Source: an optimization exercise on an open RTL-to-GDS flow (aim: small area, a short achievable clock period and few clock cycles). Production flows keep margins and buffers that such runs may drop. Function not checked in this run: the RTL went through the layout flow alone. Power figures rest on the tool's default switching activity, not on a simulated workload.

[design.v]
module awn_lane (
    input  wire        clk,
    input  wire        rst,
    input  wire        start,
    output reg         done,
    output wire [9:0]  imem_addr,
    input  wire [31:0] imem_data,
    input  wire [63:0] in_bits,
    input  wire        wr_en,
    input  wire [1:0]  wr_sel,
    input  wire [3:0]  wr_addr,
    input  wire [31:0] wr_data,
    output wire [63:0] q_bits,
    output wire [63:0] sig,
    output wire [16:0] steps,
    output reg  [3:0]  cause
);
    localparam [3:0] CAUSE_END     = 4'h1;
    localparam [3:0] CAUSE_STACK   = 4'h2;
    localparam [3:0] CAUSE_ILLEGAL = 4'h4;
    localparam [5:0] OP_LD   = 6'h01, OP_AND  = 6'h02, OP_OR   = 6'h03, OP_XOR  = 6'h04;
    localparam [5:0] OP_ST   = 6'h05, OP_SET  = 6'h06, OP_RST  = 6'h07, OP_NOT  = 6'h08;
    localparam [5:0] OP_PSH  = 6'h10, OP_POP  = 6'h11, OP_RDS  = 6'h12, OP_POPA = 6'h13;
    localparam [5:0] OP_POPO = 6'h14, OP_POPX = 6'h15;
    localparam [5:0] OP_CTU  = 6'h1A, OP_CTD  = 6'h1B, OP_CRS  = 6'h1C, OP_CLD  = 6'h1D;
    localparam [5:0] OP_EDG  = 6'h1E;
    localparam [5:0] OP_LW   = 6'h20, OP_SW   = 6'h21, OP_ADD  = 6'h22, OP_SUB  = 6'h23;
    localparam [5:0] OP_MUL  = 6'h24, OP_ANDW = 6'h25, OP_ORW  = 6'h26, OP_XORW = 6'h27;
    localparam [5:0] OP_MIN  = 6'h28, OP_MAX  = 6'h29, OP_SEL  = 6'h2A;
    localparam [5:0] OP_CEQ  = 6'h2B, OP_CNE  = 6'h2C, OP_CLT  = 6'h2D, OP_CLE  = 6'h2E;
    localparam [5:0] OP_CGT  = 6'h2F, OP_CGE  = 6'h30;
    localparam [5:0] OP_SHL  = 6'h31, OP_SHR  = 6'h32, OP_ASR  = 6'h33;
    localparam [5:0] OP_NEGW = 6'h34, OP_ABS  = 6'h35, OP_LDL  = 6'h36;
    localparam [5:0] OP_JMP  = 6'h38, OP_JC   = 6'h39, OP_JNC  = 6'h3A;
    localparam [5:0] OP_NOP  = 6'h3E, OP_END  = 6'h3F;
    reg  [63:0] q_r;
    reg  [63:0] m_r;
    reg  [31:0] w_r   [0:15];
    reg  [31:0] k_r   [0:7];
    reg  [31:0] cv_r  [0:7];
    reg  [7:0]  in_u_r;
    reg  [7:0]  in_d_r;
    reg  [15:0] prev_r;
    reg  [31:0] scan_no;
    reg         first_r;
    reg  [63:0] in_r;              
    reg         running;
    reg         ba;
    reg  [31:0] wa;
    reg  [15:0] stk;
    reg  [4:0]  depth;
    reg         ov;
    reg         first_scan;
    reg  [63:0] crc;
    reg  [10:0] nsteps;
    reg  [10:0] fa;                
    reg         fv;                
    reg  [10:0] pa;                
    reg         pv;
    reg  [31:0] ir;
    reg  [10:0] ir_pc;
    reg         ir_v;
    reg         ir_lit;            
    reg         ir_pred;           
    reg  [1:0]  mcnt;
    reg  [40:0] macc;
    reg  [23:0] mlo;
    assign q_bits    = q_r;
    assign sig       = crc;
    assign steps     = {6'd0, nsteps};
    assign imem_addr = fa[9:0];
    integer i;
    wire [5:0]  op     = ir[31:26];
    wire [2:0]  space  = ir[25:23];
    wire        ninv   = ir[22];
    wire [16:0] bidx   = ir[16:0];
    wire [15:0] widx   = ir[15:0];
    wire [11:0] objn   = ir[11:0];
    wire [15:0] target = ir[15:0];
    wire [4:0]  shamt  = ir[4:0];
    wire fmt_b_ok  = (ir[21:17] == 5'd0);
    wire fmt_w_ok  = (ir[22:16] == 7'd0);
    wire fmt_o_ok  = (ir[25:12] == 14'd0);
    wire fmt_j_ok  = (ir[25:16] == 10'd0);
    wire fmt_s_ok  = (ir[25:5]  == 21'd0);
    wire fmt_n_ok  = (ir[25:0]  == 26'd0);
    reg bit_rd_ok;
    always @(*) begin
        case (space)
            3'd0, 3'd1, 3'd2: bit_rd_ok = (bidx[16:6] == 11'd0);
            3'd3:             bit_rd_ok = (bidx[16:9] == 8'd0);
            3'd5:             bit_rd_ok = (bidx[16:3] == 14'd0);
            3'd6:             bit_rd_ok = (bidx < 17'd12);
            default:          bit_rd_ok = 1'b0;
        endcase
    end
    reg bit_st_ok;
    always @(*) begin
        case (space)
            3'd1, 3'd2: bit_st_ok = (bidx[16:6] == 11'd0);
            3'd3:       bit_st_ok = (bidx[16:9] == 8'd0);
            default:    bit_st_ok = 1'b0;
        endcase
    end
    reg word_rd_ok;
    always @(*) begin
        case (space)
            3'd0, 3'd1, 3'd2: word_rd_ok = (widx[15:1] == 15'd0);
            3'd3:             word_rd_ok = (widx[15:4] == 12'd0);
            3'd4, 3'd6:       word_rd_ok = (widx[15:3] == 13'd0);
            3'd7:             word_rd_ok = 1'b1;
            default:          word_rd_ok = 1'b0;
        endcase
    end
    reg word_st_ok;
    always @(*) begin
        case (space)
            3'd1, 3'd2: word_st_ok = (widx[15:1] == 15'd0);
            3'd3:       word_st_ok = (widx[15:4] == 12'd0);
            default:    word_st_ok = 1'b0;
        endcase
    end
    reg legal;
    always @(*) begin
        case (op)
            OP_LD, OP_AND, OP_OR, OP_XOR:
                legal = fmt_b_ok && bit_rd_ok;
            OP_ST:
                legal = fmt_b_ok && bit_st_ok;
            OP_SET, OP_RST:
                legal = fmt_b_ok && !ninv && bit_st_ok;
            OP_NOT, OP_PSH, OP_POP, OP_RDS, OP_POPA, OP_POPO, OP_POPX,
            OP_NEGW, OP_ABS, OP_NOP, OP_END:
                legal = fmt_n_ok;
            OP_LDL:
                legal = fmt_n_ok && (ir_pc[9:0] != 10'd1023);
            OP_CTU, OP_CTD, OP_CRS, OP_CLD:
                legal = fmt_o_ok && (objn[11:3] == 9'd0);
            OP_EDG:
                legal = fmt_o_ok && (objn[11:4] == 8'd0);
            OP_SW:
                legal = fmt_w_ok && word_st_ok;
            OP_LW, OP_ADD, OP_SUB, OP_MUL, OP_ANDW, OP_ORW, OP_XORW,
            OP_MIN, OP_MAX, OP_SEL, OP_CEQ, OP_CNE, OP_CLT, OP_CLE, OP_CGT, OP_CGE:
                legal = fmt_w_ok && word_rd_ok;
            OP_SHL, OP_SHR, OP_ASR:
                legal = fmt_s_ok;
            OP_JMP, OP_JC, OP_JNC:
                legal = fmt_j_ok && (target[15:10] == 6'd0) && (target[9:0] > ir_pc[9:0]);
            default:
                legal = 1'b0;
        endcase
    end
    wire        bitop = (op[5:3] == 3'd0);           
    wire [3:0]  wi    = bitop ? ir[8:5] : ir[3:0];   
    wire [31:0] cv_sel = cv_r[ir[2:0]];
    wire [31:0] k_sel  = k_r[ir[2:0]];
    reg [31:0] ow;
    always @(*) begin
        case (space)
            3'd0:    ow = wi[0] ? in_r[63:32] : in_r[31:0];
            3'd1:    ow = wi[0] ? q_r[63:32]  : q_r[31:0];
            3'd2:    ow = wi[0] ? m_r[63:32]  : m_r[31:0];
            3'd3:    ow = w_r[wi];
            3'd4:    ow = k_sel;
            3'd6:    ow = cv_sel;
            3'd7:    ow = {{16{ir[15]}}, ir[15:0]};
            default: ow = 32'd0;
        endcase
    end
    wire [31:0] wx = ow;
    wire        is_ctu = (op == OP_CTU);
    wire        is_ctd = (op == OP_CTD);
    wire        cnt_inc = ba & ~in_u_r[ir[2:0]] & (cv_sel != 32'h7FFF_FFFF);
    wire        cnt_dec = ba & ~in_d_r[ir[2:0]] & (cv_sel != 32'h8000_0000);
    wire [31:0] cv_pm  = cv_sel + {{31{is_ctd}}, 1'b1};
    reg  [31:0] cv_new;
    always @(*) begin
        cv_new = cv_sel;
        case (op)
            OP_CTU: if (cnt_inc) cv_new = cv_pm;
            OP_CTD: if (cnt_dec) cv_new = cv_pm;
            OP_CRS: if (ba) cv_new = 32'd0;
            OP_CLD: if (ba) cv_new = wa;
            default: ;
        endcase
    end
    wire cv_ge = ($signed(cv_new) >= $signed(k_sel));
    reg [15:0] sysbits;
    always @(*) begin
        sysbits = 16'd0;
        sysbits[0] = 1'b1;
        sysbits[2] = first_scan;
        sysbits[3] = ov;
    end
    reg bit_raw;
    always @(*) begin
        case (space)
            3'd0, 3'd1, 3'd2, 3'd3: bit_raw = ow[ir[4:0]];
            3'd5:    bit_raw = cv_ge;
            3'd6:    bit_raw = sysbits[ir[3:0]];
            default: bit_raw = 1'b0;
        endcase
    end
    wire bx = bit_raw ^ ninv;
    wire        is_neg  = (op == OP_NEGW) | (op == OP_ABS);
    wire        is_add  = (op == OP_ADD);
    wire        sub     = ~is_add & ~is_neg;
    wire [31:0] add_a   = is_neg ? ~wa : wa;
    wire [31:0] add_b   = is_neg ? 32'd0 : (sub ? ~wx : wx);
    wire [32:0] add_s   = {add_a[31], add_a} + {add_b[31], add_b} + {32'd0, sub | is_neg};
    wire [31:0] sum     = add_s[31:0];
    wire        add_ovf = (add_a[31] == add_b[31]) && (sum[31] != add_a[31]);
    wire        lt      = sum[31] ^ add_ovf;              
    wire        eq      = (wa == wx);
    wire        neg_ov  = (wa == 32'h8000_0000);
    wire [7:0]  mch     = (mcnt == 2'd0) ? wa[7:0] :
                          (mcnt == 2'd1) ? wa[15:8] :
                          (mcnt == 2'd2) ? wa[23:16] : wa[31:24];
    wire        mch_top = (mcnt == 2'd3) & wa[31];
    wire signed [40:0] mpart = $signed(wx) * $signed({mch_top, mch});
    wire signed [40:0] macc_in = (mcnt == 2'd0) ? 41'sd0 : {{8{macc[40]}}, macc[40:8]};
    wire signed [40:0] msum = macc_in + mpart;
    wire [31:0] mul_lo  = {msum[7:0], mlo};
    wire        mul_ov  = ~((msum[40:7] == {34{1'b0}}) | (msum[40:7] == {34{1'b1}}));
    wire ex      = running & ir_v;
    wire past    = ir_pc[10];
    wire norm    = ex & ~past & ~ir_lit & legal;      
    wire is_mul  = (op == OP_MUL);
    wire stall   = norm & is_mul & (mcnt != 2'd3);
    wire is_jmp  = (op == OP_JMP) | (op == OP_JC) | (op == OP_JNC);
    wire taken   = (op == OP_JMP) | ((op == OP_JC) & ba) | ((op == OP_JNC) & ~ba);
    reg         n_ba;
    reg  [31:0] n_wa;
    reg  [15:0] n_stk;
    reg  [4:0]  n_depth;
    reg         n_ov;
    reg         close;
    reg  [3:0]  close_cause;
    reg         fold;
    reg  [63:0] rw0;
    reg  [31:0] rw1;
    reg         redirect;
    reg         bst_en, bst_val, wst_en, cv_we, inu_we, ind_we, edg_we;
    always @(*) begin
        n_ba        = ba;
        n_wa        = wa;
        n_stk       = stk;
        n_depth     = depth;
        n_ov        = ov;
        close       = 1'b0;
        close_cause = CAUSE_END;
        fold        = 1'b0;
        rw0         = 64'd0;
        rw1         = 32'd0;
        redirect    = 1'b0;
        bst_en      = 1'b0;
        bst_val     = 1'b0;
        wst_en      = 1'b0;
        cv_we       = 1'b0;
        inu_we      = 1'b0;
        ind_we      = 1'b0;
        edg_we      = 1'b0;
        if (!ex) begin
        end else if (past) begin
            close       = 1'b1;
            close_cause = CAUSE_ILLEGAL;
        end else if (ir_lit) begin
            n_wa = ir;
        end else if (!legal) begin
            close       = 1'b1;
            close_cause = CAUSE_ILLEGAL;
        end else begin
            case (op)
                OP_LD:  n_ba = bx;
                OP_AND: n_ba = ba & bx;
                OP_OR:  n_ba = ba | bx;
                OP_XOR: n_ba = ba ^ bx;
                OP_ST, OP_SET, OP_RST: begin
                    if (op == OP_ST) begin
                        bst_en  = 1'b1;
                        bst_val = ba ^ ninv;
                    end else begin
                        bst_en  = ba;
                        bst_val = (op == OP_SET);
                    end
                    fold = 1'b1;
                    rw0  = {4'h4, space, 48'd0, bidx[8:0]};
                    rw1  = {31'd0, bst_en & bst_val};
                end
                OP_NOT: n_ba = ~ba;
                OP_PSH: begin
                    if (depth[4]) begin
                        close       = 1'b1;
                        close_cause = CAUSE_STACK;
                    end else begin
                        n_stk   = {stk[14:0], ba};
                        n_depth = depth + 5'd1;
                    end
                end
                OP_POP, OP_RDS, OP_POPA, OP_POPO, OP_POPX: begin
                    if (depth == 5'd0) begin
                        close       = 1'b1;
                        close_cause = CAUSE_STACK;
                    end else begin
                        case (op)
                            OP_POP, OP_RDS: n_ba = stk[0];
                            OP_POPA:        n_ba = ba & stk[0];
                            OP_POPO:        n_ba = ba | stk[0];
                            default:        n_ba = ba ^ stk[0];
                        endcase
                        if (op != OP_RDS) begin
                            n_stk   = {1'b0, stk[15:1]};
                            n_depth = depth - 5'd1;
                        end
                    end
                end
                OP_CTU, OP_CTD, OP_CRS, OP_CLD: begin
                    cv_we  = 1'b1;
                    inu_we = is_ctu;
                    ind_we = is_ctd;
                    if (is_ctu | is_ctd) n_ba = cv_ge;
                    fold   = 1'b1;
                    rw0    = {4'h6, 2'd1, 55'd0, objn[2:0]};
                    rw1    = cv_new;
                end
                OP_EDG: begin
                    n_ba   = (objn[3] == 1'b0) ? (ba & ~prev_r[objn[3:0]]) : (prev_r[objn[3:0]] & ~ba);
                    edg_we = 1'b1;
                    fold   = 1'b1;
                    rw0    = {4'h6, 2'd2, 54'd0, objn[3:0]};
                    rw1    = {31'd0, ba};
                end
                OP_LW:   n_wa = wx;
                OP_SW: begin
                    wst_en = 1'b1;
                    fold   = 1'b1;
                    rw0    = {4'h5, space, 53'd0, widx[3:0]};
                    rw1    = wa;
                end
                OP_ADD:  begin n_wa = sum; n_ov = add_ovf; end
                OP_SUB:  begin n_wa = sum; n_ov = add_ovf; end
                OP_MUL:  if (mcnt == 2'd3) begin n_wa = mul_lo; n_ov = mul_ov; end
                OP_ANDW: n_wa = wa & wx;
                OP_ORW:  n_wa = wa | wx;
                OP_XORW: n_wa = wa ^ wx;
                OP_MIN:  n_wa = lt ? wa : wx;
                OP_MAX:  n_wa = lt ? wx : wa;
                OP_SEL:  if (!ba) n_wa = wx;
                OP_CEQ:  n_ba = eq;
                OP_CNE:  n_ba = !eq;
                OP_CLT:  n_ba = lt;
                OP_CLE:  n_ba = lt | eq;
                OP_CGT:  n_ba = !(lt | eq);
                OP_CGE:  n_ba = !lt;
                OP_SHL:  n_wa = wa << shamt;
                OP_SHR:  n_wa = wa >> shamt;
                OP_ASR:  n_wa = $unsigned($signed(wa) >>> shamt);
                OP_NEGW: begin n_wa = sum; n_ov = neg_ov; end
                OP_ABS:  begin n_wa = wa[31] ? sum : wa; n_ov = neg_ov; end
                OP_JMP, OP_JC, OP_JNC: begin
                    if (taken) begin
                        redirect = ~ir_pred;
                        fold     = 1'b1;
                        rw0      = {4'h7, 50'd0, target[9:0]};
                        rw1      = {22'd0, ir_pc[9:0]};
                    end
                end
                OP_END: begin
                    close       = 1'b1;
                    close_cause = CAUSE_END;
                end
                default: ;
            endcase
        end
        if (close) begin
            fold = 1'b1;
            rw0  = {4'hF, 16'd0, close_cause, 29'd0, nsteps + 11'd1};
            rw1  = scan_no;
        end
    end
    wire [63:0] fold_u = crc ^ rw0;
    wire [31:0] fold_v = rw1;
    wire [63:0] fold_out;
    assign fold_out[0] = ^(fold_u & 64'hB3AD0999BB0E6640) ^ ^(fold_v & 32'h172963D5);
    assign fold_out[1] = ^(fold_u & 64'hD4F71AAACD12AAC1) ^ ^(fold_v & 32'h397BA47F);
    assign fold_out[2] = ^(fold_u & 64'hA9EE35559A255583) ^ ^(fold_v & 32'h72F748FE);
    assign fold_out[3] = ^(fold_u & 64'h53DC6AAB344AAB06) ^ ^(fold_v & 32'hE5EE91FC);
    assign fold_out[4] = ^(fold_u & 64'h1415DCCFD39B304D) ^ ^(fold_v & 32'hDCF4402D);
    assign fold_out[5] = ^(fold_u & 64'h282BB99FA736609B) ^ ^(fold_v & 32'hB9E8805A);
    assign fold_out[6] = ^(fold_u & 64'h5057733F4E6CC136) ^ ^(fold_v & 32'h73D100B4);
    assign fold_out[7] = ^(fold_u & 64'h1303EFE727D7E42D) ^ ^(fold_v & 32'hF08B62BD);
    assign fold_out[8] = ^(fold_u & 64'h2607DFCE4FAFC85A) ^ ^(fold_v & 32'hE116C57A);
    assign fold_out[9] = ^(fold_u & 64'hFFA2B6052451F6F5) ^ ^(fold_v & 32'hD504E921);
    assign fold_out[10] = ^(fold_u & 64'h4CE86593F3AD8BAA) ^ ^(fold_v & 32'hBD20B197);
    assign fold_out[11] = ^(fold_u & 64'h99D0CB27E75B1755) ^ ^(fold_v & 32'h7A41632E);
    assign fold_out[12] = ^(fold_u & 64'h800C9FD675B848EB) ^ ^(fold_v & 32'hE3ABA589);
    assign fold_out[13] = ^(fold_u & 64'hB3B43635507EF797) ^ ^(fold_v & 32'hD07E28C7);
    assign fold_out[14] = ^(fold_u & 64'h67686C6AA0FDEF2F) ^ ^(fold_v & 32'hA0FC518E);
    assign fold_out[15] = ^(fold_u & 64'hCED0D8D541FBDE5F) ^ ^(fold_v & 32'h41F8A31C);
    assign fold_out[16] = ^(fold_u & 64'h9DA1B1AA83F7BCBE) ^ ^(fold_v & 32'h83F14638);
    assign fold_out[17] = ^(fold_u & 64'h88EE6ACCBCE11F3D) ^ ^(fold_v & 32'h10CBEFA5);
    assign fold_out[18] = ^(fold_u & 64'h11DCD59979C23E7A) ^ ^(fold_v & 32'h2197DF4A);
    assign fold_out[19] = ^(fold_u & 64'h9014A2AB488A1AB4) ^ ^(fold_v & 32'h5406DD41);
    assign fold_out[20] = ^(fold_u & 64'h2029455691143569) ^ ^(fold_v & 32'hA80DBA82);
    assign fold_out[21] = ^(fold_u & 64'hF3FF833499260C92) ^ ^(fold_v & 32'h473216D1);
    assign fold_out[22] = ^(fold_u & 64'h54520FF089427F65) ^ ^(fold_v & 32'h994D4E77);
    assign fold_out[23] = ^(fold_u & 64'h1B091678A98A988A) ^ ^(fold_v & 32'h25B3FF3B);
    assign fold_out[24] = ^(fold_u & 64'h85BF2568E81B5755) ^ ^(fold_v & 32'h5C4E9DA3);
    assign fold_out[25] = ^(fold_u & 64'h0B7E4AD1D036AEAB) ^ ^(fold_v & 32'hB89D3B46);
    assign fold_out[26] = ^(fold_u & 64'h16FC95A3A06D5D56) ^ ^(fold_v & 32'h713A768C);
    assign fold_out[27] = ^(fold_u & 64'h9E5422DEFBD4DCED) ^ ^(fold_v & 32'hF55D8ECD);
    assign fold_out[28] = ^(fold_u & 64'h3CA845BDF7A9B9DA) ^ ^(fold_v & 32'hEABB1D9A);
    assign fold_out[29] = ^(fold_u & 64'hCAFD82E2545D15F5) ^ ^(fold_v & 32'hC25F58E1);
    assign fold_out[30] = ^(fold_u & 64'h95FB05C4A8BA2BEB) ^ ^(fold_v & 32'h84BEB1C2);
    assign fold_out[31] = ^(fold_u & 64'h985B0210EA7A3197) ^ ^(fold_v & 32'h1E540051);
    assign fold_out[32] = ^(fold_u & 64'h831B0DB86FFA056F) ^ ^(fold_v & 32'h2B816377);
    assign fold_out[33] = ^(fold_u & 64'hB59B12E964FA6C9F) ^ ^(fold_v & 32'h402BA53B);
    assign fold_out[34] = ^(fold_u & 64'h6B3625D2C9F4D93F) ^ ^(fold_v & 32'h80574A76);
    assign fold_out[35] = ^(fold_u & 64'h65C1423C28E7D43E) ^ ^(fold_v & 32'h1787F739);
    assign fold_out[36] = ^(fold_u & 64'hCB82847851CFA87C) ^ ^(fold_v & 32'h2F0FEE72);
    assign fold_out[37] = ^(fold_u & 64'h24A80169189136B8) ^ ^(fold_v & 32'h4936BF31);
    assign fold_out[38] = ^(fold_u & 64'hFAFD0B4B8A2C0B31) ^ ^(fold_v & 32'h85441DB7);
    assign fold_out[39] = ^(fold_u & 64'h46571F0EAF567023) ^ ^(fold_v & 32'h1DA158BB);
    assign fold_out[40] = ^(fold_u & 64'h3F033784E5A28607) ^ ^(fold_v & 32'h2C6BD2A3);
    assign fold_out[41] = ^(fold_u & 64'h7E066F09CB450C0F) ^ ^(fold_v & 32'h58D7A546);
    assign fold_out[42] = ^(fold_u & 64'hFC0CDE13968A181E) ^ ^(fold_v & 32'hB1AF4A8C);
    assign fold_out[43] = ^(fold_u & 64'hF819BC272D14303C) ^ ^(fold_v & 32'h635E9518);
    assign fold_out[44] = ^(fold_u & 64'hF033784E5A286078) ^ ^(fold_v & 32'hC6BD2A30);
    assign fold_out[45] = ^(fold_u & 64'h53CBF9050F5EA6B0) ^ ^(fold_v & 32'h9A5337B5);
    assign fold_out[46] = ^(fold_u & 64'h143AFB93A5B32B21) ^ ^(fold_v & 32'h238F0CBF);
    assign fold_out[47] = ^(fold_u & 64'h9BD8FEBEF0683003) ^ ^(fold_v & 32'h50377AAB);
    assign fold_out[48] = ^(fold_u & 64'h37B1FD7DE0D06007) ^ ^(fold_v & 32'hA06EF556);
    assign fold_out[49] = ^(fold_u & 64'h6F63FAFBC1A0C00E) ^ ^(fold_v & 32'h40DDEAAC);
    assign fold_out[50] = ^(fold_u & 64'hDEC7F5F78341801D) ^ ^(fold_v & 32'h81BBD558);
    assign fold_out[51] = ^(fold_u & 64'hBD8FEBEF0683003A) ^ ^(fold_v & 32'h0377AAB0);
    assign fold_out[52] = ^(fold_u & 64'hC8B2DE47B6086635) ^ ^(fold_v & 32'h11C636B5);
    assign fold_out[53] = ^(fold_u & 64'h22C8B516D71EAA2B) ^ ^(fold_v & 32'h34A50EBF);
    assign fold_out[54] = ^(fold_u & 64'hF63C63B415333217) ^ ^(fold_v & 32'h7E637EAB);
    assign fold_out[55] = ^(fold_u & 64'h5FD5CEF19168026F) ^ ^(fold_v & 32'hEBEF9E83);
    assign fold_out[56] = ^(fold_u & 64'hBFAB9DE322D004DF) ^ ^(fold_v & 32'hD7DF3D06);
    assign fold_out[57] = ^(fold_u & 64'hCCFA325FFEAE6FFE) ^ ^(fold_v & 32'hB89719D9);
    assign fold_out[58] = ^(fold_u & 64'h99F464BFFD5CDFFD) ^ ^(fold_v & 32'h712E33B2);
    assign fold_out[59] = ^(fold_u & 64'h33E8C97FFAB9BFFA) ^ ^(fold_v & 32'hE25C6764);
    assign fold_out[60] = ^(fold_u & 64'h67D192FFF5737FF4) ^ ^(fold_v & 32'hC4B8CEC8);
    assign fold_out[61] = ^(fold_u & 64'hCFA325FFEAE6FFE8) ^ ^(fold_v & 32'h89719D90);
    assign fold_out[62] = ^(fold_u & 64'h2CEB42666EC39990) ^ ^(fold_v & 32'h05CA58F5);
    assign fold_out[63] = ^(fold_u & 64'h59D684CCDD873320) ^ ^(fold_v & 32'h0B94B1EA);
    reg [31:0] bst_word;
    always @(*) begin
        bst_word = ow;
        bst_word[ir[4:0]] = bst_val;
    end
    wire [31:0] st_data = bst_en ? bst_word : wa;
    wire        st_any  = bst_en | wst_en;
    wire [5:0] d_op     = imem_data[31:26];
    wire       lit_next = norm & (op == OP_LDL);
    wire       d_jmp    = pv & (d_op == OP_JMP) & ~lit_next & ~stall & ~redirect & ~close;
    always @(posedge clk) begin
        in_r <= in_bits;
        if (rst) begin
            running     <= 1'b0;
            done        <= 1'b0;
            ba          <= 1'b0;
            wa          <= 32'd0;
            stk         <= 16'd0;
            depth       <= 5'd0;
            ov          <= 1'b0;
            first_scan  <= 1'b0;
            first_r     <= 1'b1;
            crc         <= 64'd0;
            nsteps      <= 11'd0;
            scan_no     <= 32'd0;
            cause       <= 4'd0;
            q_r         <= 64'd0;
            m_r         <= 64'd0;
            in_u_r      <= 8'd0;
            in_d_r      <= 8'd0;
            prev_r      <= 16'd0;
            for (i = 0; i < 16; i = i + 1) w_r[i] <= 32'd0;
            for (i = 0; i < 8; i = i + 1) begin
                k_r[i]  <= 32'd0;
                cv_r[i] <= 32'd0;
            end
            fa      <= 11'd0;
            fv      <= 1'b0;
            pa      <= 11'd0;
            pv      <= 1'b0;
            ir      <= 32'd0;
            ir_pc   <= 11'd0;
            ir_v    <= 1'b0;
            ir_lit  <= 1'b0;
            ir_pred <= 1'b0;
            mcnt    <= 2'd0;
            macc    <= 41'd0;
            mlo     <= 24'd0;
        end else if (!running) begin
            done <= 1'b0;
            if (wr_en) begin
                case (wr_sel)
                    2'd0: if (wr_addr[0]) m_r[63:32] <= wr_data; else m_r[31:0] <= wr_data;
                    2'd1: w_r[wr_addr]       <= wr_data;
                    2'd2: k_r[wr_addr[2:0]]  <= wr_data;
                    default: cv_r[wr_addr[2:0]] <= wr_data;
                endcase
            end
            if (start) begin
                running     <= 1'b1;
                ba          <= 1'b0;
                wa          <= 32'd0;
                stk         <= 16'd0;
                depth       <= 5'd0;
                ov          <= 1'b0;
                first_scan  <= first_r;
                first_r     <= 1'b0;
                crc         <= 64'hFFFF_FFFF_FFFF_FFFF;
                nsteps      <= 11'd0;
                scan_no     <= scan_no + 32'd1;
                fa          <= 11'd1;
                fv          <= 1'b1;
                pa          <= 11'd0;
                pv          <= 1'b1;
                ir_v        <= 1'b0;
                mcnt        <= 2'd0;
            end
        end else begin
            if (ex & ~stall) nsteps <= nsteps + 11'd1;
            ba    <= n_ba;
            wa    <= n_wa;
            stk   <= n_stk;
            depth <= n_depth;
            ov    <= n_ov;
            if (fold) crc <= fold_out;
            if (st_any) begin
                case (space)
                    3'd1:    if (wi[0]) q_r[63:32] <= st_data; else q_r[31:0] <= st_data;
                    3'd2:    if (wi[0]) m_r[63:32] <= st_data; else m_r[31:0] <= st_data;
                    default: w_r[wi] <= st_data;
                endcase
            end
            if (cv_we)  cv_r[ir[2:0]]  <= cv_new;
            if (inu_we) in_u_r[ir[2:0]] <= ba;
            if (ind_we) in_d_r[ir[2:0]] <= ba;
            if (edg_we) prev_r[ir[3:0]] <= ba;
            if (norm & is_mul) begin
                mcnt <= mcnt + 2'd1;
                macc <= msum;
                mlo  <= {msum[7:0], mlo[23:8]};
            end
            pa <= fa;
            pv <= fv;
            if (close) begin
                running <= 1'b0;
                done    <= 1'b1;
                cause   <= close_cause;
                fa      <= 11'd0;
                fv      <= 1'b0;
                pv      <= 1'b0;
                ir_v    <= 1'b0;
            end else if (stall) begin
                if (mcnt == 2'd0) begin
                    fa <= pa;
                    fv <= pv;
                end else if (mcnt == 2'd2) begin
                    fa <= fa + 11'd1;
                end
            end else if (redirect) begin
                fa     <= {1'b0, target[9:0]};
                fv     <= 1'b1;
                pv     <= 1'b0;
                ir_v   <= 1'b0;
            end else begin
                ir      <= imem_data;
                ir_pc   <= pa;
                ir_v    <= pv;
                ir_lit  <= lit_next;
                ir_pred <= d_jmp;
                if (d_jmp) begin
                    fa <= {1'b0, imem_data[9:0]};
                    fv <= 1'b1;
                    pv <= 1'b0;
                end else begin
                    fa <= fa + 11'd1;
                end
            end
        end
    end
endmodule
[run.sh]
#!/bin/bash
# synth_recipe.tcl (not shown) runs the flow's synth.tcl, then flattens the netlist and writes it again
# the make line also repeats each setting of config.mk as NAME=value (left out here)
make -C /OpenROAD-flow-scripts/flow DESIGN_CONFIG=/design/flow/config.mk WORK_HOME=/design/flow/orfs CLKGATE_MAP_FILE= SYNTH_SCRIPT=/design/flow/synth_recipe.tcl finish
[config.mk]
export PLATFORM = sky130hd
export DESIGN_NAME = awn_lane
export DESIGN_NICKNAME = awn_lane
export VERILOG_FILES = /design/flow/design.v
export SDC_FILE = /design/flow/constraint.sdc
export NUM_CORES = 4
export LEC_CHECK = 0
export CAP_MARGIN = 20
export CORE_MARGIN = 2
export CORE_UTILIZATION = 40
export SLEW_MARGIN = 20
[constraint.sdc]
create_clock -name core_clock -period 22.0 [get_ports {clk}]
set_input_delay 4.4000 -clock core_clock [delete_from_list [all_inputs] [get_ports {clk}]]
set_output_delay 4.4000 -clock core_clock [all_outputs]
set_load 0.01 [all_outputs]
==> results.json <==
{
  "outcome": "timing/DRC/antenna clean",
  "ctsResizeCount": 0,
  "drc": 0,
  "critical_path_peak_fanout": 61,
  "hold_end": "macc[22]$_SDFFE_PP0P_",
  "path_class": "flip-flop to flip-flop",
  "clkSinkCount": 1549,
  "setup_viol_count_final": 0,
  "hold_viol": 0,
  "yosysSeqAreaShare_pct": 37.9,
  "viasPerCell": 6.25,
  "met2_usage_pct": 55.3,
  "postCtsHoldBufs": 0,
  "period_needed_ps": 13620,
  "core_um2": 271000,
  "hold_depth": 2,
  "area_delta_synth_final_pct": 13.2,
  "cpPeakStageDelay_ps": 980,
  "clk_pin_slew_ps": 60,
  "cp-start-kind": "flip-flop",
  "rsz0062_at_grt": "no",
  "track_usage_pct": 37.6,
  "numCtsBuffers": 185,
  "clock_path_buffers": 4,
  "syn-cell-area_um2": 109000,
  "r2r_slack_ps": 8380,
  "drv_slew": 0,
  "synth_cell_types": 125,
  "ys_ff_latch": 1549,
  "drt-total-wl_mm": 535,
  "reg2reg_depth": 40,
  "antenna_found_initial": 43,
  "reg2reg_from": "ir[29]$_SDFFE_PP0P_",
  "synth_edf_count": 1024,
  "die_area_um2": 276000,
  "stdcell_area_um2": 123000,
  "syn_avg_cell_area_um2": 9.78,
  "dpl.hpwl_mm": 393,
  "utilization_pct": 45.5,
  "fmax_mhz": 73.4,
  "post_drt_wl_per_cell_um": 35.6,
  "synth_top_area_share_pct": 28.2,
  "maxCapViolCount": 0,
  "drt-initial-drc-count": 13200,
  "final_antenna_net_count": 0,
  "die_w_um": 526,
  "yosysTopAreaCell": "edfxtp_1",
  "grt_max_degree": 178,
  "n_fill_cell": 25600,
  "p_leak_nw": 46.4,
  "timing.rr.end": "ov$_SDFFE_PP0P_",
  "critPathRequiredTime_ps": 22730,
  "clock_latency_ps": 920,
  "grt.overflow.total": 0,
  "powerDensity_nw_per_um2": 97.7,
  "synth_warnings": 1,
  "layout-drive-gt1-share_pct": 11.7,
  "netlist_instances": 11100,
  "ctsHtreeMaxLevel": 4,
  "min_from": "macc[22]$_SDFFE_PP0P_",
  "firstDrtPassIters": 8,
  "grt_pass1_wl_mm": 731,
  "place_area_um2": 117000,
  "min_period_over_period_pct": 61.9,
  "maxSlewHeadroom_pct": 12.8,
  "clock_skew_ps": 98.6,
  "vdd_drop_max_uv": 65.8,
  "final_nets": 12000,
  "met3_usage_pct": 9.68,
  "tns_ps": 0,
  "vias": 93800,
  "hold_class": "flip-flop to flip-flop",
  "cp.arrival_ps": 14350,
  "cts_tree": "built",
  "port_buffers": 290,
  "tightest_slew_ps": 1300,
  "gp_congestion": 1.05,
  "busiest_layer": "met2",
  "crit_path_end_kind": "flip-flop",
  "post_cts_buffers": 0,
  "synth.area.top_cells": "edfxtp_1, dfxtp_1, xnor2_1",
  "ios": 298,
  "cp_slowest_cell": "and3_1",
  "cp_common_cell": "a21oi_1",
  "ys.flop_type": "edfxtp_1",
  "num_rows": 191,
  "start_util_pct": 40.2,
  "grt_pass1_vias": 88900,
  "fp.dieH_um": 526,
  "async_flop_share_pct": 0,
  "hold-worst-slack_ps": 448,
  "use_met1_pct": 50.8,
  "cts-root-buf": "clkbuf_16"
}
==> cells in the final DEF, fill, tap and decap left out, types with 24 or more instances in the layout <==
cell             count
nor4_1              46
nand2b_1            51
o211ai_1            66
or3_1               32
mux2_2              45
nor3_1             115
xor2_1             320
a221oi_1            50
nor2_1            1428
clkbuf_16          186
mux2i_1            375
xnor3_1             71
edfxtp_1          1024
dfxtp_1            514
inv_1              456
nor2b_1             87
and3_1              45
and2_1             300
a211oi_1           164
nand3_1            215
clkbuf_1            39
xnor2_2             36
xnor2_1           1005
o2111ai_1           34
ha_1               274
clkinv_1            25
buf_4              472
a21o_1              73
o22ai_1             63
mux4_2             283
a21oi_1            600
fa_1               271
o21ai_0            282
o21bai_1            24
a31oi_1             49
nand2_1           1259
clkdlybuf4s50_1    289
nand4_1             69
a22oi_1             62
==> state kept, by name (all words and copies together) (netlist names), 2 cells and up, named ones only <==
name	cells
mcnt	2
scan_no	32
cv_r	256
wa	32
in_d_r	8
ir	32
nsteps	11
ir_pc	11
w_r	512
fa	11
in_u_r	8
pa	11
m_r	64
crc	64
stk	16
in_r	64
cause	3
macc	34
depth	5
q_r	64
k_r	256
mlo	23
prev_r	16
==> power by group <==
| group | internal [mW] | switching [mW] |
|---|---|---|
| Clock | 1.81 | 1.34 |
| Combinational | 2.20 | 3.43 |
| Sequential | 3.20 | 0.0764 |
==> cell type report <==
cell class / count / area (um^2) / area share (%)
Antenna cell: 17 / 42.5 / 0.0345
Clock buffer: 249 / 5120 / 4.15
Clock inverter: 87 / 938 / 0.761
Inverter: 462 / 1730 / 1.41
Multi-Input combinational cell: 8317 / 63200 / 51.2
Sequential cell: 1549 / 41300 / 33.5
Tap cell: 3570 / 4470 / 3.62
Timing Repair Buffer: 767 / 6550 / 5.31
==> Yosys cell counts, types with 22 or more instances <==
| cell type | count |
|---|---|
| a211oi_1 | 164 |
| a21o_1 | 74 |
| a21oi_1 | 607 |
| a221oi_1 | 52 |
| a22oi_1 | 62 |
| a31oi_1 | 49 |
| and2_1 | 300 |
| and3_1 | 45 |
| buf_1 | 84 |
| buf_2 | 45 |
| buf_4 | 35 |
| clkbuf_1 | 632 |
| dfxtp_1 | 525 |
| edfxtp_1 | 1024 |
| fa_1 | 271 |
| ha_1 | 276 |
| inv_1 | 458 |
| mux2_2 | 47 |
| mux2i_1 | 383 |
| mux4_2 | 283 |
| nand2_1 | 1261 |
| nand2b_1 | 69 |
| nand3_1 | 216 |
| nand4_1 | 69 |
| nor2_1 | 1445 |
| nor2b_1 | 89 |
| nor3_1 | 124 |
| nor3b_1 | 22 |
| nor4_1 | 47 |
| o2111ai_1 | 34 |
| o211ai_1 | 66 |
| o21ai_0 | 294 |
| o21bai_1 | 24 |
| o22ai_1 | 63 |
| o31ai_1 | 26 |
| or3_1 | 33 |
| xnor2_1 | 1015 |
| xnor2_2 | 26 |
| xnor3_1 | 71 |
| xor2_1 | 321 |
==> worst max path at each step <==
stage,from,end,slack [ps]
after CTS,ir[29]$_SDFFE_PP0P_,ov$_SDFFE_PP0P_,8820
after detailed placement,ir[29]$_SDFFE_PP0P_,ov$_SDFFE_PP0P_,8870
final,ir[29]$_SDFFE_PP0P_,ov$_SDFFE_PP0P_,8380
after global routing,ir[29]$_SDFFE_PP0P_,ov$_SDFFE_PP0P_,8000
after global placement,ir[29]$_SDFFE_PP0P_,ov$_SDFFE_PP0P_,8950
after floorplan,ir[29]$_SDFFE_PP0P_,ov$_SDFFE_PP0P_,11830
==> worst max-delay path, delay by kind of cell, from the launching register on <==
family	cells	cell delay, ps
buffers and inverters	3	1300
adder cells (fa/ha/maj)	2	1060
multiplexers	3	1580
AND/OR/NAND/NOR	12	4460
flip-flops	1	300
AO/OA/AOI/OAI	20	4600
==> logic make-up (layout without fill, tap and decap cells) <==
logic type,after synthesis,in the layout,synth area share [%]
other,1,24,0.00344
XOR/XNOR,1461,1461,13.2
AO/OA/AOI/OAI,1785,1785,10.8
flip-flops,1549,1549,37.9
multiplexers,716,716,9.89
adder cells (fa/ha/maj),547,547,8.15
buffers and inverters,1272,1565,4.65
AND/OR/NAND/NOR,3801,3801,15.4
==> stage by stage <==
step	worst slack, ps	instances	total power [mW]
after floorplan	11830	11100	6.94
after global placement	8950	14700	8.77
after detailed placement	8870	14700	8.79
after CTS	8820	15000	11.9
after global routing	8000	15000	12.3
final	8380	15000	12.0
==> layer usage <==
layer / share of wire, % / up-vias
met4: 6.2 / 22
met2: 43 / 6079
li1: - / 39100
met1: 40 / 47500
met5: 0.10 / -
met3: 11 / 1138

## what the ideal ports hide
No port has a modelled driver above. Below, the same layout with a new extraction and two added sets of constraints. Step 1 (the two cells are an assumption about what drives the block):
set clk [get_ports {clk}]
set_driving_cell -lib_cell sky130_fd_sc_hd__clkbuf_16 $clk
set_driving_cell -lib_cell sky130_fd_sc_hd__buf_2 [delete_from_list [all_inputs] $clk]
Step 2 adds t to the input delays and takes it off the output delays; t is the mean of the earliest and latest rising clock arrival at the registers after step 1. Input paths then give back, and output paths get back, about the clock's delay inside the block. a / b / c = ideal ports / drivers / drivers and shift; a / b = the first two.
t, ns: 0.970
slack for setup (ns): 8.380 / 8.380 / 8.380
clock arrival spread, ns: 0.098 / 0.098
slew at the worst register clock pin (ns): 0.08 / 0.08
After both steps this run still meets setup and hold. The setup slack of this run moves by 0.000 ns with the drivers and by 0.000 ns with both steps.
